Context: an optimization exercise on an open-source flow, tuned for small area, a short achievable clock period and few clock cycles per item. The choices shown serve that exercise and are no tape-out recipe. Where RTL was checked, it was by simulation tests only, not by an equivalence proof against the original. No functional check of the RTL was part of runs 1 and 5. No driver is modelled on the clock port, so clock power and skew are understated where the tree is cut down; a real chip needs a root buffer or a tree. No activity file was given, so power comes from the tool's default toggle rates.

**flow/constraint.sdc**
```tcl
create_clock -name core_clock -period 22.0 [get_ports {clk}]
set_input_delay 4.4000 -clock core_clock [delete_from_list [all_inputs] [get_ports {clk}]]
set_output_delay 4.4000 -clock core_clock [all_outputs]
set_load 0.01 [all_outputs]
```
**flow/config.mk**
```make
export PLATFORM = sky130hd
export DESIGN_NAME = par_engine
export DESIGN_NICKNAME = par_engine
export VERILOG_FILES = /design/flow/design.v
export SDC_FILE = /design/flow/constraint.sdc
export NUM_CORES = 4
export LEC_CHECK = 0
export CAP_MARGIN = 20
export CORE_MARGIN = 2
export CORE_UTILIZATION = 55
export CTS_BUF_LIST = sky130_fd_sc_hd__clkbuf_16
export CTS_CLUSTER_DIAMETER = 100
export CTS_CLUSTER_SIZE = 24
export SLEW_MARGIN = 20
```
**flow/design.v**
```verilog
module par_engine (
    input  wire         clk,
    input  wire         rst_n,
    input  wire         in_valid,
    output wire         in_ready,
    input  wire         in_first,
    input  wire         in_last,
    input  wire [1:0]   in_kind,      
    input  wire [3:0]   in_sheet,
    input  wire [127:0] in_data,
    input  wire [1:0]   cfg_nerase,
    input  wire [3:0]   cfg_sx,
    input  wire [3:0]   cfg_sy,
    output reg          out_valid,
    input  wire         out_ready,
    output reg  [127:0] out_a,
    output reg  [127:0] out_b,
    output reg          out_lost
);
    function [7:0] xtime;
        input [7:0] a;
        xtime = {a[6:0], 1'b0} ^ (a[7] ? 8'h1D : 8'h00);
    endfunction
    function [7:0] gf_mul;
        input [7:0] a;
        input [7:0] b;
        integer i;
        reg [7:0] p, aa;
        begin
            p  = 8'h00;
            aa = a;
            for (i = 0; i < 8; i = i + 1) begin
                if (b[i]) p = p ^ aa;
                aa = xtime(aa);
            end
            gf_mul = p;
        end
    endfunction
    localparam [247:0] E_TAB = 248'h261387CDE8743A1D80402010080402018E47ADD86C361B83CFE9FA7DB0582C;
    localparam [247:0] Z_TAB = 248'h8AC0E48574FBA9A0545FED729DA7F400F5A69C73EC5E55A1A8FA7584E5C18B;
    reg          s1_v;
    reg          s1_first;
    reg          s1_last;
    reg  [1:0]   s1_kind;
    reg  [3:0]   s1_sheet;
    reg  [127:0] s1_d;
    reg  [1:0]   g_n;
    reg  [3:0]   g_sx;
    reg  [3:0]   g_sy;
    reg          ready_r;
    assign in_ready = ready_r;
    wire take = in_valid && ready_r;
    reg          fresh;
    always @(posedge clk) begin
        if (!rst_n)
            fresh <= 1'b1;
        else if (take)
            fresh <= 1'b0;
        s1_v     <= rst_n && take;
        s1_first <= in_first || fresh;
        s1_last  <= in_last;
        s1_kind  <= in_kind;
        s1_sheet <= in_sheet;
        s1_d     <= in_data;
        if (!rst_n) begin
            g_n  <= 2'd0;
            g_sx <= 4'd0;
            g_sy <= 4'd0;
        end else if (take && in_first) begin
            g_n  <= cfg_nerase;
            g_sx <= cfg_sx;
            g_sy <= cfg_sy;
        end
    end
    wire       n0 = (g_n == 2'd0);
    wire       n1 = (g_n == 2'd1);
    wire       n2 = g_n[1];
    wire [3:0] r  = n2 ? g_sy : n1 ? g_sx : 4'd0;
    wire [3:0] s_e = (s1_kind == 2'd2) ? 4'd0 : s1_sheet;
    wire [4:0] e  = {1'b0, s_e} + 5'd15 - {1'b0, r};
    wire [7:0] we = E_TAB[8*e +: 8];
    wire [4:0] d  = {1'b0, g_sx} + 5'd15 - {1'b0, g_sy};
    wire [7:0] z  = n2 ? Z_TAB[8*d +: 8] : 8'h01;
    reg [7:0] v;
    always @(*) begin
        case (s1_kind)
            2'd0:    v = {we[7:1], we[0] ^ n2};
            2'd1:    v = {7'd0, n2};
            2'd2:    v = n0 ? 8'h00 : we;
            default: v = 8'h00;
        endcase
    end
    wire [7:0] coef = gf_mul(z, v);
    reg          s2_v;
    reg          s2_last;
    reg          s2_clr;      
    reg          s2_binc;     
    reg          s2_p;
    reg          s2_q;
    reg  [1:0]   s2_n;
    reg  [7:0]   s2_c;
    reg  [127:0] s2_d;
    always @(posedge clk) begin
        s2_v    <= rst_n && s1_v;
        s2_last <= s1_last;
        s2_clr  <= s1_v && s1_first;
        s2_binc <= s1_v && (s1_kind == 2'd0 || (s1_kind == 2'd1 && !n0));
        s2_p    <= s1_v && (s1_kind == 2'd1);
        s2_q    <= s1_v && (s1_kind == 2'd2);
        s2_n    <= g_n;
        s2_c    <= s1_v ? coef : 8'd0;
        s2_d    <= s1_d;
    end
    reg  [127:0] acc_a_n;
    reg  [127:0] acc_b_n;
    wire [127:0] acc_a = ~acc_a_n;
    wire [127:0] acc_b = ~acc_b_n;
    reg          g_sp;
    reg          g_sq;
    reg          a_done;      
    reg          out_free_r;  
    reg [63:0] cols;
    integer j;
    always @(*) begin
        cols[7:0] = s2_c;
        for (j = 1; j < 8; j = j + 1)
            cols[8*j +: 8] = xtime(cols[8*(j-1) +: 8]);
    end
    reg [127:0] nxt_a;
    reg [127:0] nxt_b;
    integer l, b;
    always @(*) begin
        for (l = 0; l < 16; l = l + 1) begin
            nxt_a[8*l +: 8] = s2_clr ? 8'h00 : acc_a[8*l +: 8];
            for (b = 0; b < 8; b = b + 1)
                if (s2_d[8*l + b]) nxt_a[8*l +: 8] = nxt_a[8*l +: 8] ^ cols[8*b +: 8];
        end
        nxt_b = (s2_clr ? 128'd0 : acc_b) ^ (s2_binc ? s2_d : 128'd0);
    end
    wire nxt_sp = (!s2_clr && g_sp) || s2_p;
    wire nxt_sq = (!s2_clr && g_sq) || s2_q;
    wire r_n0 = (s2_n == 2'd0);
    wire r_n1 = (s2_n == 2'd1);
    wire r_n2 = s2_n[1];
    wire res_lost = r_n1 ? !(nxt_sp || nxt_sq) : r_n2 ? !(nxt_sp && nxt_sq) : 1'b0;
    wire a_from_b = r_n0 || (r_n1 && nxt_sp);
    wire hold = !out_free_r;
    wire ld   = out_free_r && !res_lost;
    wire fa_a = ld && !a_from_b;           
    wire fa_b = ld && a_from_b;            
    wire fb_a = ld && !r_n1;               
    wire fb_b = ld && r_n2;                
    wire [127:0] d_a = (out_a & {128{hold}}) | (nxt_a & {128{fa_a}}) | (nxt_b & {128{fa_b}});
    wire [127:0] d_b = (out_b & {128{hold}}) | ((nxt_a & {128{fb_a}}) ^ (nxt_b & {128{fb_b}}));
    wire         d_l = (out_lost & hold) | (res_lost && out_free_r);
    wire fin      = (s2_v && s2_last) || a_done;
    wire out_free = !out_valid;
    wire out_load = fin && out_free;
    wire n_s1last = take && in_last;
    wire n_fin    = (s1_v && s1_last) || (fin && !out_free);
    wire n_ov     = out_load || (out_valid && !out_ready);
    wire n_ready  = !((n_s1last || (n_fin && n_ov)) && (n_fin || n_ov));
    always @(posedge clk) begin
        acc_a_n <= ~nxt_a;
        acc_b_n <= ~nxt_b;
        g_sp  <= nxt_sp;
        g_sq  <= nxt_sq;
        out_a    <= d_a;
        out_b    <= d_b;
        out_lost <= d_l;
        if (!rst_n) begin
            a_done    <= 1'b0;
            out_valid <= 1'b0;
            out_free_r <= 1'b1;
            ready_r   <= 1'b1;
        end else begin
            a_done    <= fin && !out_free;
            out_valid <= n_ov;
            out_free_r <= !n_ov;
            ready_r   <= n_ready;
        end
    end
endmodule
```
**flow/standard.sh**
```bash
#!/bin/bash
# synth_recipe.tcl (not shown) runs the flow's synth.tcl, then flattens the netlist and writes it again
# the make line also repeats each setting of config.mk as NAME=value (left out here)
make -C /OpenROAD-flow-scripts/flow DESIGN_CONFIG=/design/flow/config.mk WORK_HOME=/design/flow/orfs CLKGATE_MAP_FILE= SYNTH_SCRIPT=/design/flow/synth_recipe.tcl "${@:-finish}"
```
**flow/flow/run.sh**
```bash
#!/bin/bash
set -euo pipefail
export BUFFER_PORTS_ARGS="-buffer_cell sky130_fd_sc_hd__buf_2"
export CTS_ARGS="-sink_clustering_enable -repair_clock_nets -sink_clustering_size 24 -sink_clustering_max_diameter 100 -buf_list sky130_fd_sc_hd__clkbuf_16 -sink_clustering_levels 1 -dont_use_dummy_load"
bash standard.sh > flow.log 2>&1
```
==> impl_results.md, run 1 <==
* Metal-1 WL at 56,500 µm
* Initial Util at 55.4%
* Post-CTS Hold Buffers at 0
* Maximum vdd drop at 0.0830 mV
* Max frequency at 177 MHz
* Post-DP HPWL at 80,000 µm
* Final Power at 0.00606 W
* CP max stage cell: dfxtp_1
* Post-CTS Setup Inserts at 0
* Clk_skew at 0.0437 ns
* Slew Limit Fails at 0
* Synthesis-to-layout area growth at 8.06%
* Critical path data required time at 17.60 ns
* Worst-path maximum fanout at 2
* Worst reg2reg path startpoint: s2_c[7]$_SDFF_PN0_
* Layout Nets at 5,247
* Post-synth top area cell: dfxtp_1
* Leak at 17.6 nW
* Post-CTS sizing at 0
* CTS Buffer Depth at 3
* RD Place Congestion at 0.878
* Post-placement setup slack at 16.52 ns
* Post-Syn Nets at 5,149
* Highest layer used for signal routing: met4
* Primary FF master, synth: dfxtp_1
* CP startpoint kind: register
* Clk Latency, worst-skew pair at 0.61 ns
* Clock sinks at 811
* Final wirelength at 125,000 µm
* Power per cell area at 134 nW/µm²
* CP endpoint kind: output port
* Share of the synthesized area in the top cell type at 38.6%
* Final antenna-violating net count at 0
* Port bufs at 408
* FF+latch count, synth at 811
* Ports at 409
* Drt initial violations at 2,510
* CORE AREA at 75,800 µm²
* Worst hold path type: reg -> reg
* CP startpoint: out_b[106]$_DFF_P_
* Worst path max stage delay at 0.45 ns
* Synth area leaders: dfxtp_1 39%, xnor2_1 18%, nand2_1 10%, xor2_1 6.9%, nor2_1 4.0%
* Crit path time final at 5.64 ns
* Clock transition at path regs at 0.10 ns
* Max_cap viols at 0
* Crit Path Class: reg -> out
* Met3 wire len at 8700 µm
* Num CTS Buffers at 41
* DR WL/cell at 20.7 µm
* Syn Inst Count at 4,975
* Syn_area_per_cell at 8.45 µm²
* Vias at 33,500
* CP arrival at 1.24 ns
* Warnings from Yosys at 1
* Initial DRT Pass Iterations at 6
* Worst slew margin at 23.5%
* Outcome: complete, no violations
* Tcrit/Tclk final at 25.7%
* DIE HEIGHT at 280 µm
* Pin count of the biggest net entering global routing at 127
* Worst path top cell family by delay: flip-flops
* Hold Slack at 0.329 ns
* Worst Tran Pin Value at 1.15 ns
* Synth async-reset ratio at 0%
* Initial antenna violation count at 2
* Vias per cell at 5.54
* Count of different cell masters after synthesis at 83
* Ratio of cells with drive above 1 in the final layout at 11.3%
* Number of synthesized flops with an enable pin at 1
* Die ar. at 78,600 µm²
* Non-filler cells, final at 6,049
* Rows at 101
* Number of placed cells counting well taps at 6,006
* Worst Slack Setup Final at 16.36 ns
* Sequential fraction of the synthesis area at 38.7%
* Fill cell count at 6,753
* Final setup fails at 0
* Total track usage at 31.0%
* DRC violations left at 0
* Number of global-route vias before repair at 31,300
* Synth Cell Area at 42,000 µm²
* Hold path start: s1_d[79]$_DFF_P_
* Inserted Diodes at 0
* First-pass GRT wire length at 190,000 µm
* RSZ-0062 raised after global routing: no
* DR WL met2 at 56,400 µm
* Fin. Hold Viols at 0
* GR Overflow Total at 0
* DIE WIDTH at 280 µm
* Worst-path cell chain: buf_2
* Root buffer cell: clkbuf_16
* Htree depth at 2
* CTS tree: built
* Setup_tns at 0 ns
* Worst path bufs/invs at 1
## synthesized netlist by cell type, types with 3 or more instances
| cell | n |
|---|---|
| xnor2_2 | 3 |
| a221o_1 | 127 |
| mux2_2 | 19 |
| nor3b_1 | 4 |
| o31ai_1 | 5 |
| or2_2 | 3 |
| dfxtp_1 | 810 |
| o21ai_0 | 90 |
| nand3_1 | 16 |
| clkbuf_1 | 324 |
| nor3_1 | 140 |
| and2_1 | 17 |
| a21oi_1 | 50 |
| o211ai_1 | 3 |
| a211o_1 | 3 |
| a22oi_1 | 37 |
| a21boi_0 | 10 |
| or3_1 | 4 |
| buf_2 | 17 |
| a21oi_2 | 3 |
| o22ai_1 | 3 |
| xor2_4 | 3 |
| xnor3_1 | 4 |
| o221ai_1 | 3 |
| nor2_1 | 449 |
| xor2_1 | 330 |
| a31oi_1 | 3 |
| ha_1 | 22 |
| buf_1 | 43 |
| mux2i_1 | 121 |
| a32oi_1 | 17 |
| and3_1 | 12 |
| a311oi_1 | 3 |
| a211oi_1 | 7 |
| inv_1 | 39 |
| nand2_1 | 1144 |
| nand2b_1 | 28 |
| o21ai_1 | 3 |
| xnor2_1 | 846 |
| a21o_1 | 9 |
| a22o_1 | 129 |
| xor2_2 | 12 |
| nor2b_1 | 7 |
## state kept, by name (all words and copies together), names as in the netlist, 2 cells and up, named ones only
signal    flops
acc_b_n     128
s1_d        128
out_a       128
s2_d        128
g_sx          4
g_sy          4
out_b       128
s2_c          8
s1_sheet      4
acc_a_n     128
s1_kind       2
s2_n          2
g_n           2
## per-stage QoR
step | utilization (%) | cell area, µm²
3_3_place_gp | 58.5 | 44300
4_1_cts | 59.8 | 45400
6_report | 59.9 | 45400
2_1_floorplan | - | 42000
3_5_place_dp | 58.5 | 44300
5_1_grt | 59.9 | 45400
## worst paths after layout
kind	end	slack, ns	cells past startpoint
max	out_b[106]	16.36	1
min	s2_d[79]$_DFF_P_	0.33	0
max reg2reg	out_b[36]$_DFF_P_	16.39	10
min reg2reg	s2_d[79]$_DFF_P_	0.33	0
## layer usage
metal	up-vias	global-route usage (%)
li1	16200	-
met1	15900	43.5
met2	1220	49.6
met3	194	4.14
met4	0	9.01
met5	-	0
## cell families after synthesis
logic type                 synth area share, %
and+or+nand+nor                           17.4
xor gates and xnor gates                  25.6
buffers and inverters                     3.96
muxes                                     3.44
DFF                                       38.7
AOI/OAI and AO/OA                         10.2
adders and majority gates                0.774
## layout make-up
type                    instances  area, µm²  area share [%]
well taps                     978       1220            2.69
flip-flops and latches        811      16300            35.8
clock buffers                  41       1030            2.26
repair buffers                444       2340            5.16
inverters                      40        158           0.347
multi-input cells            3735      24400            53.7
## placed cells by master, fill, tap and decap left out, types with 5 or more instances in the layout
| cell | instances |
|---|---|
| a221o_1 | 127 |
| buf_4 | 34 |
| nor2b_1 | 7 |
| nor2_1 | 447 |
| nand2b_1 | 26 |
| and3_1 | 12 |
| nand2_1 | 1142 |
| a211oi_1 | 6 |
| clkbuf_16 | 41 |
| a21oi_1 | 50 |
| a22o_1 | 129 |
| xor2_4 | 16 |
| a32oi_1 | 17 |
| and2_1 | 17 |
| nor3_1 | 140 |
| o31ai_1 | 5 |
| a22oi_1 | 37 |
| mux2i_1 | 121 |
| buf_2 | 408 |
| dfxtp_1 | 800 |
| xnor2_1 | 842 |
| xnor2_2 | 5 |
| a21boi_0 | 10 |
| a21o_1 | 9 |
| nand3_1 | 16 |
| mux2_2 | 19 |
| inv_1 | 39 |
| xor2_1 | 327 |
| dfxtp_4 | 6 |
| ha_1 | 22 |
| o21ai_0 | 89 |
## power breakdown
group,total (W),switching [W],internal [W]
Combinational,0.00311,0.00173,0.00137
Sequential,0.00215,0.000257,0.00190
Clock,0.000805,0.000470,0.000334
Total,0.00606,0.00246,0.00360
==> inputs of run 2 (changes only) <==
--- a/flow/design.v
+++ b/flow/design.v
@@ -99,5 +99,6 @@
     reg          s2_q;
     reg  [1:0]   s2_n;
-    reg  [7:0]   s2_c;
+    reg  [7:0]   s2_c;        
+    reg  [7:0]   s2_cn;       
     reg  [127:0] s2_d;
     always @(posedge clk) begin
@@ -110,4 +111,5 @@
         s2_n    <= g_n;
         s2_c    <= s1_v ? coef : 8'd0;
+        s2_cn   <= s1_v ? ~coef : 8'hFF;
         s2_d    <= s1_d;
     end
@@ -120,10 +122,14 @@
     reg          a_done;      
     reg          out_free_r;  
-    reg [63:0] cols;
+    reg [63:0] cols_lo;
+    reg [63:0] cols_hi;
     integer j;
     always @(*) begin
-        cols[7:0] = s2_c;
-        for (j = 1; j < 8; j = j + 1)
-            cols[8*j +: 8] = xtime(cols[8*(j-1) +: 8]);
+        cols_lo[7:0] = s2_c;
+        cols_hi[7:0] = ~s2_cn;
+        for (j = 1; j < 8; j = j + 1) begin
+            cols_lo[8*j +: 8] = xtime(cols_lo[8*(j-1) +: 8]);
+            cols_hi[8*j +: 8] = xtime(cols_hi[8*(j-1) +: 8]);
+        end
     end
     reg [127:0] nxt_a;
@@ -134,5 +140,5 @@
             nxt_a[8*l +: 8] = s2_clr ? 8'h00 : acc_a[8*l +: 8];
             for (b = 0; b < 8; b = b + 1)
-                if (s2_d[8*l + b]) nxt_a[8*l +: 8] = nxt_a[8*l +: 8] ^ cols[8*b +: 8];
+                if (s2_d[8*l + b]) nxt_a[8*l +: 8] = nxt_a[8*l +: 8] ^ (l < 8 ? cols_lo[8*b +: 8] : cols_hi[8*b +: 8]);
         end
         nxt_b = (s2_clr ? 128'd0 : acc_b) ^ (s2_binc ? s2_d : 128'd0);
==> flow/flow/run.sh (replaced) <==
#!/bin/bash
set -euo pipefail
export BUFFER_PORTS_ARGS="-buffer_cell sky130_fd_sc_hd__buf_1"
export CTS_ARGS="-sink_clustering_enable -repair_clock_nets -sink_clustering_size 24 -sink_clustering_max_diameter 100 -buf_list sky130_fd_sc_hd__clkbuf_16 -sink_clustering_levels 1 -dont_use_dummy_load"
bash standard.sh > flow.log 2>&1
==> run 2 against run 1 <==
Clock power is 2% higher. Cell count grew 8.6%. Critical endpoint is now out_b[2]. Core utilization is 0.90 points lower. Sequential power about the same. Area after synthesis grew 5.3%. Routed wire length up 10%. Still clean on timing, DRC and antenna.
==> impl_results.md, run 2 <==
* Switching part of the total at 42.1%
* CP endpoint kind: output port
* Commonest cells post-synth: 878 x nand2_1, 849 x xnor2_1, 818 x dfxtp_1, 790 x nor2_1, 336 x clkbuf_1
* Initial antenna violation count at 4
* Worst path bufs/invs at 1
* Count leader, synth: nand2_1
* Maximum vdd drop at 0.0826 mV
* Power per cell area at 129 nW/µm²
* Worst-path maximum fanout at 2
* CP startpoint kind: register
* Adder-Cell Fraction of Synth Area at 0.735%
* Hold Path Stages at 0
* Clock transition at path regs at 0.09 ns
* Htree depth at 2
* Xor and xnor area share after synthesis at 23.5%
* Synth Cell Area at 44,200 µm²
* Reg area at 16,400 µm²
* Sequential fraction of the synthesis area at 37.1%
* CP max stage cell: dfxtp_1
* Final wirelength at 138,000 µm
* DRC violations left at 0
* Vias at 37,000
* Initial DRT Pass Iterations at 5
* Post-DP HPWL at 89,700 µm
* Final Power at 0.00609 W
* Worst-path cell chain: buf_1
* Port bufs at 408
* DR WL/cell at 21.0 µm
* Worst reg2reg path startpoint: g_n[1]$_SDFFE_PN0P_
* FF+latch count, synth at 819
* Worst hold path type: reg -> reg
* CTS Buffer Depth at 3
* Fin. Hold Viols at 0
* Compound-cell area share of the yosys netlist at 13.0%
* Clock power share at 13.5%
* Synth area leaders: dfxtp_1 37%, xnor2_1 17%, nand2_1 7.4%, nor2_1 6.7%, xor2_1 5.3%
* Post-CTS Setup Inserts at 0
* Number of global-route vias before repair at 33,800
* Internal power at 0.00352 W
* Post-Syn Nets at 5,576
* Worst Tran Pin Value at 1.17 ns
* Clock sinks at 819
* Pin count of the biggest net entering global routing at 128
* Simple-Gate Fraction of Synth Area at 19.7%
* Count of different cell masters after synthesis at 83
* Rows at 104
* Slew Limit Fails at 0
* DIE WIDTH at 288 µm
* Ratio of cells with drive above 1 in the final layout at 3.83%
* Power share of the combinational group at 51.5%
* Max_cap viols at 0
* Crit Path Class: reg -> out
* Final antenna-violating net count at 0
* CTS tree: built
* Outcome: complete, no violations
* Ports at 409
* Clk Latency, worst-skew pair at 0.63 ns
* Post-synthesis mux area share at 1.87%
* Synth async-reset ratio at 0%
* Num CTS Buffers at 42
* GR Overflow Total at 0
* CORE AREA at 80,000 µm²
* Syn_area_per_cell at 8.19 µm²
* Worst hold endpoint: s2_d[122]$_DFF_P_
* Worst path max stage delay at 0.35 ns
* Share of the synthesized area in the top cell type at 37.0%
* Warnings from Yosys at 1
* Crit path time final at 5.67 ns
* Final setup fails at 0
* Critical path data required time at 17.60 ns
* Drt initial violations at 3,272
* Tcrit/Tclk final at 25.8%
* Commonest cells after routing, fill and taps aside: 876 x nand2_1, 845 x xnor2_1, 811 x dfxtp_1, 788 x nor2_1, 408 x buf_1
* RD Place Congestion at 0.865
* Worst path top cell family by delay: flip-flops
* Primary FF master, synth: dfxtp_1
* First-pass GRT wire length at 209,000 µm
* Die ar. at 82,700 µm²
* R2R cell count at 15
* Total track usage at 32.3%
* Root buffer cell: clkbuf_16
* Post-CTS sizing at 0
* Worst slew margin at 21.5%
* Largest family of logic cells by synthesized area: XOR/XNOR gates
* Most common cell after layout, fill and taps aside: nand2_1
* Post-CTS Hold Buffers at 0
* Multi-input logic area at 26,100 µm²
* RSZ-0062 raised after global routing: no
* Sw Pwr at 0.00256 W
* Number of synthesized flops with an enable pin at 1
* Post-synth top area cell: dfxtp_1
* Syn Inst Count at 5,402
* Layout Nets at 5,685
* Max frequency at 176 MHz
* FF-to-FF End: s2_c[5]$_SDFF_PN0_
* Setup_tns at 0 ns
* Hold path start: s1_d[122]$_DFF_P_
* Vias per cell at 5.63
* Clk_skew at 0.0701 ns
* Leak at 16.5 nW
* Fill cell count at 7,398
* DIE HEIGHT at 288 µm
* Synthesis-to-layout area growth at 6.71%
* CP arrival at 1.27 ns
* R2R Setup Slk at 16.75 ns
* Initial Util at 55.3%
* Register share of total power at 35.0%
==> run 2: cell count changes in the layout (fill, tap and decap cells not counted), sizes merged, moves of 20 or more <==
cell	change
a22o	-125
inv	+24
a22oi	+63
xor2	-68
nand2b	+37
o21ai	+70
o211ai	+20
nor2	+340
buf	+27
nor2b	+118
nand2	-265
a21oi	+85
mux2i	-88
o2bb2ai	+128
==> run 2: cell families (layout without fill, tap and decap cells) <==
group,after synthesis,in the layout
other,0,1
XOR/XNOR,1150,1150
AO/OA/AOI/OAI,782,782
buffers and inverters,470,577
multiplexers,74,74
adder cells (fa/ha/maj),25,25
flip-flops,819,819
AND/OR/NAND/NOR,2082,2082
==> run 2: worst max path at each step <==
stage / cells after the start / start / to / slack, ns
6_report: 1 / out_b[2]$_DFF_P_ / out_b[2] / 16.33
5_1_grt: 1 / out_b[0]$_DFF_P_ / out_b[0] / 16.27
4_1_cts: 1 / out_b[2]$_DFF_P_ / out_b[2] / 16.32
3_5_place_dp: 4 / in_valid / g_n[1]$_SDFFE_PN0P_ / 16.70
3_3_place_gp: 4 / in_valid / g_sx[3]$_SDFFE_PN0P_ / 16.73
2_1_floorplan: 4 / in_first / g_n[0]$_SDFFE_PN0P_ / 16.94
==> run 2: stage by stage <==
step / cell area, µm² / hold slack, ns / std cells / utilization (%) / setup WS, ns
after CTS: 47200 / 0.289 / 6569 / 59.0 / 16.32
after floorplan: 44200 / 0.310 / 5402 / - / 16.94
final: 47200 / 0.288 / 6570 / 59.0 / 16.33
after global placement: 46100 / 0.310 / 6527 / 57.7 / 16.73
after detailed placement: 46100 / 0.312 / 6527 / 57.7 / 16.70
after global routing: 47200 / 0.303 / 6569 / 59.0 / 16.27
==> run 2: power by group through the flow <==
stage / combinational, W / sequential, W / clock (W)
global route: 0.00340 / 0.00217 / 0.000889
floorplan: 0.00219 / 0.00217 / 0
detailed placement: 0.00310 / 0.00216 / 0
finish: 0.00313 / 0.00213 / 0.000820
CTS: 0.00312 / 0.00213 / 0.000840
global placement: 0.00307 / 0.00216 / 0
==> run 2: cell type report <==
cell class,count,share of cell area [%]
clock buffers,42,2.23
inverters,64,0.525
repair buffers,471,4.27
diodes,1,0.00530
flip-flops and latches,819,34.8
multi-input cells,4113,55.4
well taps,1060,2.81
==> run 2: routing by layer <==
| metal | GRT usage, % | share of wire (%) | vias to the layer above | wire length [µm] |
|---|---|---|---|---|
| met2 | 51.5 | 45 | 1365 | 62000 |
| li1 | - | - | 17800 | - |
| met1 | 45.7 | 45 | 17700 | 61600 |
| met3 | 4.65 | 7.7 | 188 | 10600 |
| met5 | 0 | 0.030 | - | 41 |
| met4 | 8.65 | 2.6 | 6 | 3560 |
Testbench counts of run 2, summed over its fixed seeds: cycles 24,088, items 3,200.
==> inputs of run 3 (changes only) <==
==> flow/flow/run.sh (replaced) <==
#!/bin/bash
set -euo pipefail
export BUFFER_PORTS_ARGS="-buffer_cell sky130_fd_sc_hd__buf_1"
export CTS_ARGS="-sink_clustering_enable -repair_clock_nets -sink_clustering_size 24 -sink_clustering_max_diameter 100 -buf_list sky130_fd_sc_hd__clkbuf_16 -dont_use_dummy_load"
bash standard.sh cts > flow_to_cts.log 2>&1
UNROOT_ODB="$PWD/orfs/results/$FLOW_PLATFORM/par_engine/base/4_cts.odb" UNROOT_CLK=clk \
  openroad -no_init -exit flow/unroot.tcl > unroot.log 2>&1
bash standard.sh > flow.log 2>&1
==> flow/flow/unroot.tcl (new file) <==
read_db $::env(UNROOT_ODB)
set block [ord::get_db_block]
set clk_net [[$block findBTerm $::env(UNROOT_CLK)] getNet]
set iterms [$clk_net getITerms]
if {[llength $iterms] != 1} { puts "unroot: clock port drives [llength $iterms] pins; nothing done"; exit 0 }
set root [[lindex $iterms 0] getInst]
set root_out {}
foreach it [$root getITerms] {
  if {[$it isOutputSignal]} { set root_out [$it getNet] }
}
if {$root_out eq {}} { puts "unroot: no output net on [$root getName]"; exit 0 }
set loads {}
foreach it [$root_out getITerms] {
  if {[$it getInst] ne $root} { lappend loads $it }
}
if {[llength $loads] > 4 || [llength [$root_out getBTerms]] > 0} {
  puts "unroot: root buffer drives [llength $loads] pins; nothing done"; exit 0
}
puts "unroot: removing [$root getName] ([[$root getMaster] getName]), moving [llength $loads] loads to [$clk_net getName]"
foreach it $loads {
  $it disconnect
  $it connect $clk_net
}
foreach it [$root getITerms] { $it disconnect }
odb::dbInst_destroy $root
odb::dbNet_destroy $root_out
write_db $::env(UNROOT_ODB)
==> run 3 against run 2 <==
Core utilization hardly changed. Sequential share of layout area about the same. Design area about the same. Area after synthesis stayed put. Die area stayed put. Setup slack improved by 0.22 ns. Critical path depth is the same. Clock-buffer cell count is 1 lower. Clock power is 2% lower.
==> impl_results.md, run 3 <==
* Register share of total power at 35.2%
* Outcome: complete, no violations
* Worst hold path type: reg -> reg
* Post-CTS sizing at 0
* Leak at 16.5 nW
* Commonest cells after routing, fill and taps aside: 876 x nand2_1, 845 x xnor2_1, 811 x dfxtp_1, 788 x nor2_1, 408 x buf_1
* CP endpoint kind: output port
* Final antenna-violating net count at 0
* Ratio of cells with drive above 1 in the final layout at 3.81%
* Fin. Hold Viols at 0
* Crit path time final at 5.45 ns
* Post-Place Cell Area at 46,100 µm²
* Cell area after layout at 47,200 µm²
* Worst Tran Pin Value at 1.17 ns
* Simple-Gate Fraction of Synth Area at 19.7%
* Initial Util at 55.3%
* Synthesis-to-layout area growth at 6.67%
* Sw Pwr at 0.00255 W
* RD Place Congestion at 0.865
* Rows at 104
* CP arrival at 1.05 ns
* Crit Path Class: reg -> out
* Total track usage at 32.3%
* Post-DP HPWL at 89,700 µm
* Drt initial violations at 3,304
* R2R cell count at 15
* Post-synth top area cell: dfxtp_1
* Compound-cell area share of the yosys netlist at 13.0%
* Worst path bufs/invs at 1
* Post-Syn Nets at 5,576
* Critical path data required time at 17.60 ns
* DR WL/cell at 21.0 µm
* Post-synthesis mux area share at 1.87%
* CP startpoint kind: register
* DRC violations left at 0
* Worst reg2reg path startpoint: g_n[1]$_SDFFE_PN0P_
* Clock sinks at 819
* CORE AREA at 80,000 µm²
* Synth area leaders: dfxtp_1 37%, xnor2_1 17%, nand2_1 7.4%, nor2_1 6.7%, xor2_1 5.3%
* Initial antenna violation count at 3
* Die ar. at 82,700 µm²
* Worst-path cell chain: buf_1
* Vias at 36,900
* Worst path max stage delay at 0.35 ns
* First-pass GRT wire length at 209,000 µm
* Maximum vdd drop at 0.0826 mV
* Setup_tns at 0 ns
* Worst-path maximum fanout at 2
* Max frequency at 183 MHz
* Warnings from Yosys at 1
* Power share of the combinational group at 51.7%
* Sequential fraction of the synthesis area at 37.1%
* DIE WIDTH at 288 µm
* Initial DRT Pass Iterations at 8
* Xor and xnor area share after synthesis at 23.5%
* Count leader, synth: nand2_1
* Most common cell after layout, fill and taps aside: nand2_1
* CP max stage cell: dfxtp_1
* Post-CTS Hold Buffers at 0
* Tcrit/Tclk final at 24.8%
* Vias per cell at 5.62
* DIE HEIGHT at 288 µm
* Fill cell count at 7,399
* Primary FF master, synth: dfxtp_1
* Number of global-route vias before repair at 33,800
* Final Util at 59.0%
* Clk_skew at 0.0689 ns
* Clock transition at path regs at 0.09 ns
* Max_cap viols at 0
* Hold Path Stages at 0
* Internal power at 0.00351 W
* Reg area at 16,400 µm²
* Largest family of logic cells by synthesized area: XOR/XNOR gates
* CP startpoint: out_b[2]$_DFF_P_
* FF+latch count, synth at 819
* RSZ-0062 raised after global routing: no
* Pin count of the biggest net entering global routing at 128
* Port bufs at 408
* Number of synthesized flops with an enable pin at 1
* Worst path top cell family by delay: flip-flops
* Layout Nets at 5,684
* Hold path start: s1_d[122]$_DFF_P_
* Ports at 409
* Adder-Cell Fraction of Synth Area at 0.735%
* Count of different cell masters after synthesis at 83
* Syn_area_per_cell at 8.19 µm²
* Synth Cell Area at 44,200 µm²
* Share of the synthesized area in the top cell type at 37.0%
* Multi-input logic area at 26,100 µm²
* Worst slew margin at 21.4%
* Power per cell area at 129 nW/µm²
* CP Depth at 1
* Final setup fails at 0
* Commonest cells post-synth: 878 x nand2_1, 849 x xnor2_1, 818 x dfxtp_1, 790 x nor2_1, 336 x clkbuf_1
* Slew Limit Fails at 0
* Final wirelength at 138,000 µm
* Synth async-reset ratio at 0%
* Post-CTS Setup Inserts at 0
* Clk Latency, worst-skew pair at 0.44 ns
* Clock power share at 13.2%
* Syn Inst Count at 5,402
* Switching part of the total at 42.1%
* GR Overflow Total at 0
[run 3: logic make-up after synthesis]
kind of cell             count (synthesis)
flip-flops                             819
XOR/XNOR                              1150
AO/OA/AOI/OAI                          782
adder cells (fa/ha/maj)                 25
multiplexers                            74
AND/OR/NAND/NOR                       2082
buffers and inverters                  470
[run 3: layer usage]
metal,up-vias,part of all wire (%),wire [µm],track usage (%)
met3,189,7.6,10500,4.51
met1,17600,45,61800,45.7
met2,1386,45,61900,51.5
li1,17800,-,-,-
met5,-,0.020,27,0
met4,4,2.6,3560,8.41
[run 3: stage by stage]
stage	power, W	worst slack [ns]	cells	hold WS [ns]
after floorplan	0.00436	16.94	5402	0.310
after global placement	0.00522	16.73	6527	0.310
after detailed placement	0.00526	16.70	6527	0.312
after CTS	0.00609	16.32	6569	0.289
after global routing	0.00645	16.41	6568	0.303
final	0.00607	16.55	6572	0.288
[run 3: worst paths after layout]
check | slack, ns | to
worst min register to register | 0.29 | s2_d[122]$_DFF_P_
worst min-delay path | 0.29 | s2_d[122]$_DFF_P_
worst max register to register | 16.75 | s2_c[5]$_SDFF_PN0_
worst max-delay path | 16.55 | out_b[2]
[run 3: power groups by stage]
stage               combinational (W)  sequential (W)  clock, W
finish                        0.00313         0.00213  0.000800
global route                  0.00340         0.00217  0.000868
CTS                           0.00312         0.00213  0.000840
detailed placement            0.00310         0.00216         0
global placement              0.00307         0.00216         0
floorplan                     0.00219         0.00217         0
[run 3: cell type report]
type,instances,area share (%)
multi-input cells,4113,55.4
repair buffers,471,4.27
flip-flops and latches,819,34.8
diodes,4,0.0212
inverters,64,0.525
clock buffers,41,2.17
well taps,1060,2.81
==> inputs of run 4 (changes only) <==
--- a/flow/design.v
+++ b/flow/design.v
@@ -99,6 +99,5 @@
     reg          s2_q;
     reg  [1:0]   s2_n;
-    reg  [7:0]   s2_c;        
-    reg  [7:0]   s2_cn;       
+    reg  [7:0]   s2_c;
     reg  [127:0] s2_d;
     always @(posedge clk) begin
@@ -111,5 +110,4 @@
         s2_n    <= g_n;
         s2_c    <= s1_v ? coef : 8'd0;
-        s2_cn   <= s1_v ? ~coef : 8'hFF;
         s2_d    <= s1_d;
     end
@@ -121,15 +119,10 @@
     reg          g_sq;
     reg          a_done;      
-    reg          out_free_r;  
-    reg [63:0] cols_lo;
-    reg [63:0] cols_hi;
+    reg [63:0] cols;
     integer j;
     always @(*) begin
-        cols_lo[7:0] = s2_c;
-        cols_hi[7:0] = ~s2_cn;
-        for (j = 1; j < 8; j = j + 1) begin
-            cols_lo[8*j +: 8] = xtime(cols_lo[8*(j-1) +: 8]);
-            cols_hi[8*j +: 8] = xtime(cols_hi[8*(j-1) +: 8]);
-        end
+        cols[7:0] = s2_c;
+        for (j = 1; j < 8; j = j + 1)
+            cols[8*j +: 8] = xtime(cols[8*(j-1) +: 8]);
     end
     reg [127:0] nxt_a;
@@ -140,5 +133,5 @@
             nxt_a[8*l +: 8] = s2_clr ? 8'h00 : acc_a[8*l +: 8];
             for (b = 0; b < 8; b = b + 1)
-                if (s2_d[8*l + b]) nxt_a[8*l +: 8] = nxt_a[8*l +: 8] ^ (l < 8 ? cols_lo[8*b +: 8] : cols_hi[8*b +: 8]);
+                if (s2_d[8*l + b]) nxt_a[8*l +: 8] = nxt_a[8*l +: 8] ^ cols[8*b +: 8];
         end
         nxt_b = (s2_clr ? 128'd0 : acc_b) ^ (s2_binc ? s2_d : 128'd0);
@@ -151,13 +144,6 @@
     wire res_lost = r_n1 ? !(nxt_sp || nxt_sq) : r_n2 ? !(nxt_sp && nxt_sq) : 1'b0;
     wire a_from_b = r_n0 || (r_n1 && nxt_sp);
-    wire hold = !out_free_r;
-    wire ld   = out_free_r && !res_lost;
-    wire fa_a = ld && !a_from_b;           
-    wire fa_b = ld && a_from_b;            
-    wire fb_a = ld && !r_n1;               
-    wire fb_b = ld && r_n2;                
-    wire [127:0] d_a = (out_a & {128{hold}}) | (nxt_a & {128{fa_a}}) | (nxt_b & {128{fa_b}});
-    wire [127:0] d_b = (out_b & {128{hold}}) | ((nxt_a & {128{fb_a}}) ^ (nxt_b & {128{fb_b}}));
-    wire         d_l = (out_lost & hold) | (res_lost && out_free_r);
+    wire [127:0] res_a = res_lost ? 128'd0 : (a_from_b ? nxt_b : nxt_a);
+    wire [127:0] res_b = (res_lost || r_n1) ? 128'd0 : r_n0 ? nxt_a : (nxt_a ^ nxt_b);
     wire fin      = (s2_v && s2_last) || a_done;
     wire out_free = !out_valid;
@@ -172,16 +158,16 @@
         g_sp  <= nxt_sp;
         g_sq  <= nxt_sq;
-        out_a    <= d_a;
-        out_b    <= d_b;
-        out_lost <= d_l;
+        if (out_load) begin
+            out_a    <= res_a;
+            out_b    <= res_b;
+            out_lost <= res_lost;
+        end
         if (!rst_n) begin
             a_done    <= 1'b0;
             out_valid <= 1'b0;
-            out_free_r <= 1'b1;
             ready_r   <= 1'b1;
         end else begin
             a_done    <= fin && !out_free;
             out_valid <= n_ov;
-            out_free_r <= !n_ov;
             ready_r   <= n_ready;
         end
==> run 4 against run 3 <==
Sequential cell count shrank 9. Combinational power decreased by 21%. Critical path depth grew 8. Clock skew decreased by 0.0079 ns. Design area down 2.7%. Highest routed layer is now met4. Still clean. Routed wire length fell by 6.5%. Global-route usage shrank 1.0 points. Clock power barely moved. Largest power group unchanged.
==> impl_results.md, run 4 <==
* Synth async-reset ratio at 0%
* Vias per cell at 5.48
* Critical path data required time at 22.12 ns
* Synth area leaders: dfxtp_1 26%, edfxtp_1 18%, xnor2_1 16%, nand2_1 9.7%, xor2_1 9.6%
* Hold path start: s1_d[8]$_DFF_P_
* Clock sinks at 810
* R2R Setup Slk at 16.48 ns
* Worst reg2reg path startpoint: s2_c[7]$_SDFF_PN0_
* Initial DRT Pass Iterations at 5
* RSZ-0062 raised after global routing: no
* Share of the synthesized area in the top cell type at 25.8%
* Rows at 102
* FF+latch count, synth at 810
* Final Util at 59.4%
* Crit path time final at 5.52 ns
* Synth Cell Area at 42,900 µm²
* CP arrival at 5.64 ns
* Power per cell area at 115 nW/µm²
* Primary FF master, synth: dfxtp_1
* First-pass GRT wire length at 195,000 µm
* Tcrit/Tclk final at 25.1%
* Post-DP HPWL at 80,800 µm
* Hold Slack at 0.305 ns
* DIE HEIGHT at 283 µm
* DIE WIDTH at 283 µm
* Number of global-route vias before repair at 31,300
* Fill cell count at 6,967
* Fin. Hold Viols at 0
* Post-CTS sizing at 0
* Non-filler cells, final at 6,010
* Clk_skew at 0.0610 ns
* Port bufs at 408
* Count of different cell masters after synthesis at 85
* Ratio of cells with drive above 1 in the final layout at 3.24%
* Warnings from Yosys at 1
* R2R cell count at 9
* FF-to-FF End: out_b[115]$_SDFFCE_PP0P_
* Post-Place Cell Area at 44,900 µm²
* Post-synth top area cell: dfxtp_1
* Die ar. at 80,200 µm²
* Final antenna-violating net count at 0
* Syn_area_per_cell at 8.83 µm²
* Setup_tns at 0 ns
* Worst hold endpoint: s2_d[8]$_DFF_P_
* Ports at 409
* CP endpoint kind: register
* Commonest cells post-synth: 1,108 x nand2_1, 799 x xnor2_1, 609 x nor2_1, 553 x dfxtp_1, 469 x xor2_1
* Post-Syn Nets at 5,028
* Worst slew margin at 25.8%
* Max frequency at 181 MHz
* CP startpoint kind: register
* Initial antenna violation count at 1
* Multi-input logic area at 22,900 µm²
* Post-CTS Setup Inserts at 0
* Inserted Diodes at 0
* Number of synthesized flops with an enable pin at 257
* Leak at 15.7 nW
* Total track usage at 31.2%
* Most common cell after layout, fill and taps aside: nand2_1
* Post-CTS Hold Buffers at 0
* Slew Limit Fails at 0
* Worst-path maximum fanout at 54
* Hold Path Stages at 0
* Commonest cells after routing, fill and taps aside: 1,106 x nand2_1, 794 x xnor2_1, 608 x nor2_1, 543 x dfxtp_1, 461 x xor2_1
* Cell area after layout at 45,900 µm²
* Final wirelength at 129,000 µm
* Vias at 32,900
* Sequential fraction of the synthesis area at 43.8%
* Count leader, synth: nand2_1
* DRC violations left at 0
* RD Place Congestion at 0.888
* Clk Latency, worst-skew pair at 0.43 ns
* Drt initial violations at 3,092
* Final setup fails at 0
* Crit Path Class: reg -> reg
* Max_cap viols at 0
* Syn Inst Count at 4,854
* GR Overflow Total at 0
* Clock transition at path regs at 0.10 ns
* Pin count of the biggest net entering global routing at 139
* Number of placed cells counting well taps at 5,969
* CORE AREA at 77,300 µm²
* Layout Nets at 5,146
* Maximum vdd drop at 0.0642 mV
* Reg area at 18,800 µm²
* DR WL/cell at 21.5 µm
* Outcome: complete, no violations
* Worst hold path type: reg -> reg
* Synthesis-to-layout area growth at 7.17%
* Worst Tran Pin Value at 1.11 ns
* Initial Util at 55.4%
-- run 4: cell type report --
| class | count | share of cell area [%] |
|---|---|---|
| clock buffer | 41 | 2.23 |
| inverter | 23 | 0.188 |
| multi-input combinational | 3654 | 49.8 |
| sequential | 810 | 41.0 |
| tap | 1040 | 2.83 |
| timing repair buffer | 442 | 3.96 |
-- run 4: where the power goes --
group	leakage, nW	internal [W]	switching, W
logic	8.23	0.00102	0.00145
clock network	0.505	0.000334	0.000468
registers	7.01	0.00187	0.000129
-- run 4: cells by family (layout without fill, tap and decap cells) --
family,after synthesis,count (layout),share of synthesized area (%)
AOI/OAI and AO/OA,466,466,7.16
xor gates and xnor gates,1292,1292,27.1
adders and majority gates,25,25,0.759
buffers and inverters,390,506,3.50
DFF,810,810,43.8
muxes,31,31,0.782
and+or+nand+nor,1840,1840,16.8
-- run 4: worst max-delay path, cell delays in order (launching register included) --
cell	delay, ns
dfxtp_4	0.94
xor2_4	0.72
xor2_4	0.24
xor2_4	0.87
buf_4	0.77
xor2_4	0.90
nand2_1	0.15
xnor2_1	0.33
xor2_1	0.19
nor2_1	0.05
-- run 4: routing by layer --
layer | track usage, % | vias to the layer above | part of all wire, %
li1 | - | 15700 | -
met4 | 9.03 | 0 | 2.8
met2 | 49.1 | 1343 | 45
met3 | 4.59 | 194 | 7.8
met1 | 44.6 | 15700 | 45
met5 | 0 | - | 0
-- run 4: per-stage QoR --
| step | setup slack, ns | total power (W) |
|---|---|---|
| 2_1_floorplan | 9.38 | 0.00389 |
| 3_3_place_gp | 16.65 | 0.00445 |
| 3_5_place_dp | 16.49 | 0.00448 |
| 4_1_cts | 16.29 | 0.00531 |
| 5_1_grt | 16.28 | 0.00559 |
| 6_report | 16.48 | 0.00528 |
-- run 4: worst max-delay path by stage --
stage                                        start                        to  slack [ns]  cells past startpoint
final                           s2_c[7]$_SDFF_PN0_  out_b[115]$_SDFFCE_PP0P_       16.48                      9
after global routing            s2_c[7]$_SDFF_PN0_   out_b[76]$_SDFFCE_PP0P_       16.28                     11
after CTS                 out_b[107]$_SDFFCE_PP0P_                out_b[107]       16.29                      1
after detailed placement        s2_c[7]$_SDFF_PN0_   out_b[35]$_SDFFCE_PP0P_       16.49                      9
after global placement          s2_c[7]$_SDFF_PN0_  out_b[107]$_SDFFCE_PP0P_       16.65                      9
after floorplan                       s2_v$_DFF_P_    out_a[0]$_SDFFCE_PP0P_        9.38                      2
Testbench counts of run 4, summed over its fixed seeds: cycles 24,088, items 3,200.
==> inputs of run 5 (changes only) <==
--- a/flow/design.v
+++ b/flow/design.v
@@ -43,7 +43,9 @@
     reg          s1_last;
     reg  [1:0]   s1_kind;
-    reg  [3:0]   s1_sheet;
+    reg  [1:0]   s1_n;        
+    reg  [4:0]   s1_e;        
+    reg  [4:0]   s1_dxy;      
     reg  [127:0] s1_d;
-    reg  [1:0]   g_n;
+    reg  [1:0]   g_n;         
     reg  [3:0]   g_sx;
     reg  [3:0]   g_sy;
@@ -52,4 +54,9 @@
     wire take = in_valid && ready_r;
     reg          fresh;
+    wire [1:0] c_n  = in_first ? cfg_nerase : g_n;
+    wire [3:0] c_sx = in_first ? cfg_sx     : g_sx;
+    wire [3:0] c_sy = in_first ? cfg_sy     : g_sy;
+    wire [3:0] c_r  = c_n[1] ? c_sy : (c_n == 2'd1) ? c_sx : 4'd0;
+    wire [3:0] c_s  = (in_kind == 2'd2) ? 4'd0 : in_sheet;
     always @(posedge clk) begin
         if (!rst_n)
@@ -61,5 +68,7 @@
         s1_last  <= in_last;
         s1_kind  <= in_kind;
-        s1_sheet <= in_sheet;
+        s1_n     <= c_n;
+        s1_e     <= {1'b0, c_s} + 5'd15 - {1'b0, c_r};
+        s1_dxy   <= {1'b0, c_sx} + 5'd15 - {1'b0, c_sy};
         s1_d     <= in_data;
         if (!rst_n) begin
@@ -73,13 +82,8 @@
         end
     end
-    wire       n0 = (g_n == 2'd0);
-    wire       n1 = (g_n == 2'd1);
-    wire       n2 = g_n[1];
-    wire [3:0] r  = n2 ? g_sy : n1 ? g_sx : 4'd0;
-    wire [3:0] s_e = (s1_kind == 2'd2) ? 4'd0 : s1_sheet;
-    wire [4:0] e  = {1'b0, s_e} + 5'd15 - {1'b0, r};
-    wire [7:0] we = E_TAB[8*e +: 8];
-    wire [4:0] d  = {1'b0, g_sx} + 5'd15 - {1'b0, g_sy};
-    wire [7:0] z  = n2 ? Z_TAB[8*d +: 8] : 8'h01;
+    wire       n0 = (s1_n == 2'd0);
+    wire       n2 = s1_n[1];
+    wire [7:0] we = E_TAB[8*s1_e +: 8];
+    wire [7:0] z  = n2 ? Z_TAB[8*s1_dxy +: 8] : 8'h01;
     reg [7:0] v;
     always @(*) begin
@@ -92,4 +96,11 @@
     end
     wire [7:0] coef = gf_mul(z, v);
+    reg [63:0] cols;
+    integer j;
+    always @(*) begin
+        cols[7:0] = coef;
+        for (j = 1; j < 8; j = j + 1)
+            cols[8*j +: 8] = xtime(cols[8*(j-1) +: 8]);
+    end
     reg          s2_v;
     reg          s2_last;
@@ -99,5 +110,5 @@
     reg          s2_q;
     reg  [1:0]   s2_n;
-    reg  [7:0]   s2_c;
+    reg  [63:0]  s2_cols;
     reg  [127:0] s2_d;
     always @(posedge clk) begin
@@ -108,6 +119,7 @@
         s2_p    <= s1_v && (s1_kind == 2'd1);
         s2_q    <= s1_v && (s1_kind == 2'd2);
-        s2_n    <= g_n;
-        s2_c    <= s1_v ? coef : 8'd0;
+        if (s1_v)
+            s2_n <= s1_n;
+        s2_cols <= s1_v ? cols : 64'd0;
         s2_d    <= s1_d;
     end
@@ -119,11 +131,5 @@
     reg          g_sq;
     reg          a_done;      
-    reg [63:0] cols;
-    integer j;
-    always @(*) begin
-        cols[7:0] = s2_c;
-        for (j = 1; j < 8; j = j + 1)
-            cols[8*j +: 8] = xtime(cols[8*(j-1) +: 8]);
-    end
+    reg          out_free_r;  
     reg [127:0] nxt_a;
     reg [127:0] nxt_b;
@@ -133,5 +139,5 @@
             nxt_a[8*l +: 8] = s2_clr ? 8'h00 : acc_a[8*l +: 8];
             for (b = 0; b < 8; b = b + 1)
-                if (s2_d[8*l + b]) nxt_a[8*l +: 8] = nxt_a[8*l +: 8] ^ cols[8*b +: 8];
+                if (s2_d[8*l + b]) nxt_a[8*l +: 8] = nxt_a[8*l +: 8] ^ s2_cols[8*b +: 8];
         end
         nxt_b = (s2_clr ? 128'd0 : acc_b) ^ (s2_binc ? s2_d : 128'd0);
@@ -144,6 +150,13 @@
     wire res_lost = r_n1 ? !(nxt_sp || nxt_sq) : r_n2 ? !(nxt_sp && nxt_sq) : 1'b0;
     wire a_from_b = r_n0 || (r_n1 && nxt_sp);
-    wire [127:0] res_a = res_lost ? 128'd0 : (a_from_b ? nxt_b : nxt_a);
-    wire [127:0] res_b = (res_lost || r_n1) ? 128'd0 : r_n0 ? nxt_a : (nxt_a ^ nxt_b);
+    wire hold = !out_free_r;
+    wire ld   = out_free_r && !res_lost;
+    wire fa_a = ld && !a_from_b;           
+    wire fa_b = ld && a_from_b;            
+    wire fb_a = ld && !r_n1;               
+    wire fb_b = ld && r_n2;                
+    wire [127:0] d_a = (out_a & {128{hold}}) | (nxt_a & {128{fa_a}}) | (nxt_b & {128{fa_b}});
+    wire [127:0] d_b = (out_b & {128{hold}}) | ((nxt_a & {128{fb_a}}) ^ (nxt_b & {128{fb_b}}));
+    wire         d_l = (out_lost & hold) | (res_lost && out_free_r);
     wire fin      = (s2_v && s2_last) || a_done;
     wire out_free = !out_valid;
@@ -158,16 +171,16 @@
         g_sp  <= nxt_sp;
         g_sq  <= nxt_sq;
-        if (out_load) begin
-            out_a    <= res_a;
-            out_b    <= res_b;
-            out_lost <= res_lost;
-        end
+        out_a    <= d_a;
+        out_b    <= d_b;
+        out_lost <= d_l;
         if (!rst_n) begin
             a_done    <= 1'b0;
             out_valid <= 1'b0;
+            out_free_r <= 1'b1;
             ready_r   <= 1'b1;
         end else begin
             a_done    <= fin && !out_free;
             out_valid <= n_ov;
+            out_free_r <= !n_ov;
             ready_r   <= n_ready;
         end
==> flow/flow/run.sh (replaced) <==
#!/bin/bash
set -euo pipefail
export BUFFER_PORTS_ARGS="-buffer_cell sky130_fd_sc_hd__buf_1"
export CTS_ARGS="-sink_clustering_enable -repair_clock_nets -sink_clustering_size 24 -sink_clustering_max_diameter 100 -buf_list sky130_fd_sc_hd__clkbuf_16 -sink_clustering_levels 1 -dont_use_dummy_load"
bash standard.sh > flow.log 2>&1
removed: flow/flow/unroot.tcl
==> run 5 against run 4 <==
Die area increased by 1.7%. Setup slack worse by 0.83 ns. Worst hold slack better by 0.014 ns. First-iteration DRC count shrank 14%. Sequential power increased by 18%. Combinational power grew 31%. Fmax decreased by 13%. Cell count grew 8.0%. Non-clock buffer count grew 1. Clock-buffer cell count up 2. Still clean.
==> impl_results.md, run 5 <==
* Outcome: complete, no violations
* Final antenna-violating net count at 0
* DR WL/cell at 19.8 µm
* Final setup fails at 0
* Commonest cells post-synth: 1,337 x nand2_1, 837 x dfxtp_1, 812 x xnor2_1, 400 x xor2_1, 374 x clkbuf_1
* Worst hold path type: reg -> reg
* Fin. Hold Viols at 0
* Most common cell after layout, fill and taps aside: nand2_1
* Drt initial violations at 2,657
* Post-CTS Hold Buffers at 0
* Count of different cell masters after synthesis at 89
* Simple-Gate Fraction of Synth Area at 17.4%
* Initial DRT Pass Iterations at 6
* Post-placement setup slack at 15.05 ns
* Post-Syn Nets at 5,561
* Crit Path Class: in -> reg
* Power per cell area at 140 nW/µm²
* Synth async-reset ratio at 0%
* Initial antenna violation count at 1
* RD Place Congestion at 0.878
* Syn_area_per_cell at 8.09 µm²
* Hold Slack at 0.319 ns
* Adder-Cell Fraction of Synth Area at 0.717%
* Rows at 103
* Total track usage at 30.8%
* DRC violations left at 0
* Layout Nets at 5,616
* Worst Tran Pin Value at 1.27 ns
* Primary FF master, synth: dfxtp_1
* Final Power at 0.00645 W
* Syn Inst Count at 5,388
* DIE HEIGHT at 286 µm
* Post-DP HPWL at 81,200 µm
* Largest family of logic cells by synthesized area: XOR/XNOR gates
* Vias per cell at 5.40
* CTS tree: built
* CP startpoint kind: primary input
* Warnings from Yosys at 1
* Critical path data required time at 22.48 ns
* Num CTS Buffers at 43
* Setup_tns at 0 ns
* Compound-cell area share of the yosys netlist at 10.5%
* Worst-path maximum fanout at 13
* Clock sinks at 840
* Final wirelength at 128,000 µm
* DIE WIDTH at 286 µm
* Post-CTS sizing at 0
* Post-synthesis mux area share at 1.01%
* Crit path time final at 6.35 ns
* Fill cell count at 7,335
* Synthesis-to-layout area growth at 5.99%
* Worst Slack Setup Final at 15.65 ns
* Worst slew margin at 15.4%
* Ratio of cells with drive above 1 in the final layout at 2.83%
* Worst path top cell family by delay: adder cells
* Xor and xnor area share after synthesis at 25.5%
* Final Util at 58.7%
* Worst path max stage delay at 0.63 ns
* CP max stage cell: mux2i_1
* GR Overflow Total at 0
* Clk Latency, worst-skew pair at 0.62 ns
* Die ar. at 81,600 µm²
* Worst path bufs/invs at 1
* Maximum vdd drop at 0.0878 mV
* Synth Cell Area at 43,600 µm²
* Post-synth top area cell: dfxtp_1
* CTS Buffer Depth at 3
* CORE AREA at 78,700 µm²
* Count leader, synth: nand2_1
* Max frequency at 157 MHz
* Ports at 409
* CP arrival at 6.83 ns
* Worst-path cell chain: buf_1 -> mux2i_1 -> a31oi_1 -> ha_1 -> fa_1 -> a21o_1 -> a21o_1
* Pin count of the biggest net entering global routing at 176
* Root buffer cell: clkbuf_16
* CP endpoint kind: register
* Commonest cells after routing, fill and taps aside: 1,336 x nand2_1, 820 x dfxtp_1, 812 x xnor2_1, 408 x buf_1, 400 x xor2_1
* Synth area leaders: dfxtp_1 38%, xnor2_1 16%, nand2_1 12%, xor2_1 8.0%, clkbuf_1 3.2%
* Number of synthesized flops with an enable pin at 3
* First-pass GRT wire length at 199,000 µm
* Htree depth at 2
* Sequential fraction of the synthesis area at 38.6%
* Post-CTS Setup Inserts at 0
* Clk_skew at 0.0419 ns
* Share of the synthesized area in the top cell type at 38.4%
* Most frequent CP cell: a21o_1
* Vias at 35,100
* Slew Limit Fails at 0
* RSZ-0062 raised after global routing: no
* Clock transition at path regs at 0.11 ns
* Number of global-route vias before repair at 33,300
* Tcrit/Tclk final at 28.9%
* Initial Util at 55.4%
* FF+latch count, synth at 840
* Max_cap viols at 0
* Leak at 15.7 nW
* Port bufs at 408
==> run 5: cell type report <==
class	instances	area, µm²	area share, %
antenna	2	5.00	0.0108
tap	1050	1310	2.84
multi-input combinational	3842	24100	52.1
inverter	273	1030	2.22
sequential	840	16900	36.5
clock buffer	43	1080	2.33
timing repair buffer	443	1830	3.95
==> run 5: per-layer routing <==
layer	wire length [µm]	vias up	part of all wire [%]	track usage, %
met3	8390	170	6.5	3.86
met5	0	-	0	0
met1	58700	16800	46	43.3
li1	-	17100	-	-
met2	58100	1094	45	49.8
met4	3210	0	2.5	8.23
==> run 5: worst paths after layout <==
kind / startpoint / end / slack [ns] / cells past startpoint
max reg2reg: s1_dxy[1]$_DFF_P_ / s2_cols[43]$_SDFF_PN0_ / 17.12 / 12
min: s1_d[51]$_DFF_P_ / s2_d[51]$_DFF_P_ / 0.32 / 0
min reg2reg: s1_d[51]$_DFF_P_ / s2_d[51]$_DFF_P_ / 0.32 / 0
max: in_first / s1_e[4]$_DFF_P_ / 15.65 / 7
==> run 5: through the flow <==
stage	cells	area, µm²
2_1_floorplan	5388	43600
3_3_place_gp	6447	45100
3_5_place_dp	6447	45100
4_1_cts	6490	46200
5_1_grt	6491	46200
6_report	6493	46200
==> run 5: logic make-up (layout without fill, tap and decap cells) <==
kind of cell,after synthesis,count (layout)
AND/OR/NAND/NOR,1900,1900
XOR/XNOR,1236,1236
flip-flops,840,840
buffers and inverters,706,759
AO/OA/AOI/OAI,646,646
multiplexers,36,36
adder cells (fa/ha/maj),24,24
other,0,2
==> run 5: power breakdown <==
part | internal [W] | switching, W
clock | 0.000350 | 0.000494
combinational | 0.00136 | 0.00190
sequential | 0.00197 | 0.000375

## re-timing with driven ports
The flow's constraints put no driver on any port. The routed layouts listed below were extracted and timed again, unchanged, in two steps. Step 1: set_driving_cell puts a clkbuf_16 on clk and a buf_2 on each other input, an assumption about the parent block. Step 2 times the ports against the registers' clock, not the clock port: input delays grow and output delays shrink by t, the midpoint of the rising clock arrivals with the driver on. a / b / c = ideal / step 1 / step 2; a / b = the first two.
run	t, ns	setup slack, ns	worst setup path after step 2	clock arrival spread, ns	worst data-port slew with drivers (ns)
run 1	0.657	16.355 / 16.288 / 16.393	register to register	0.045 / 0.045	0.04
run 2	0.664	16.333 / 16.263 / 16.697	input to register	0.073 / 0.073	0.09
run 3	0.535	16.549 / 16.415 / 16.695	input to register	0.071 / 0.071	0.09
run 4	0.537	16.480 / 16.367 / 16.481	register to register	0.068 / 0.068	0.05
run 5	0.669	15.646 / 15.691 / 15.022	input to register	0.052 / 0.052	0.12
After both steps every run listed still meets setup and hold. The setup slack of run 5, which loses most, moves by +0.045 ns with the drivers and by -0.624 ns with both steps.
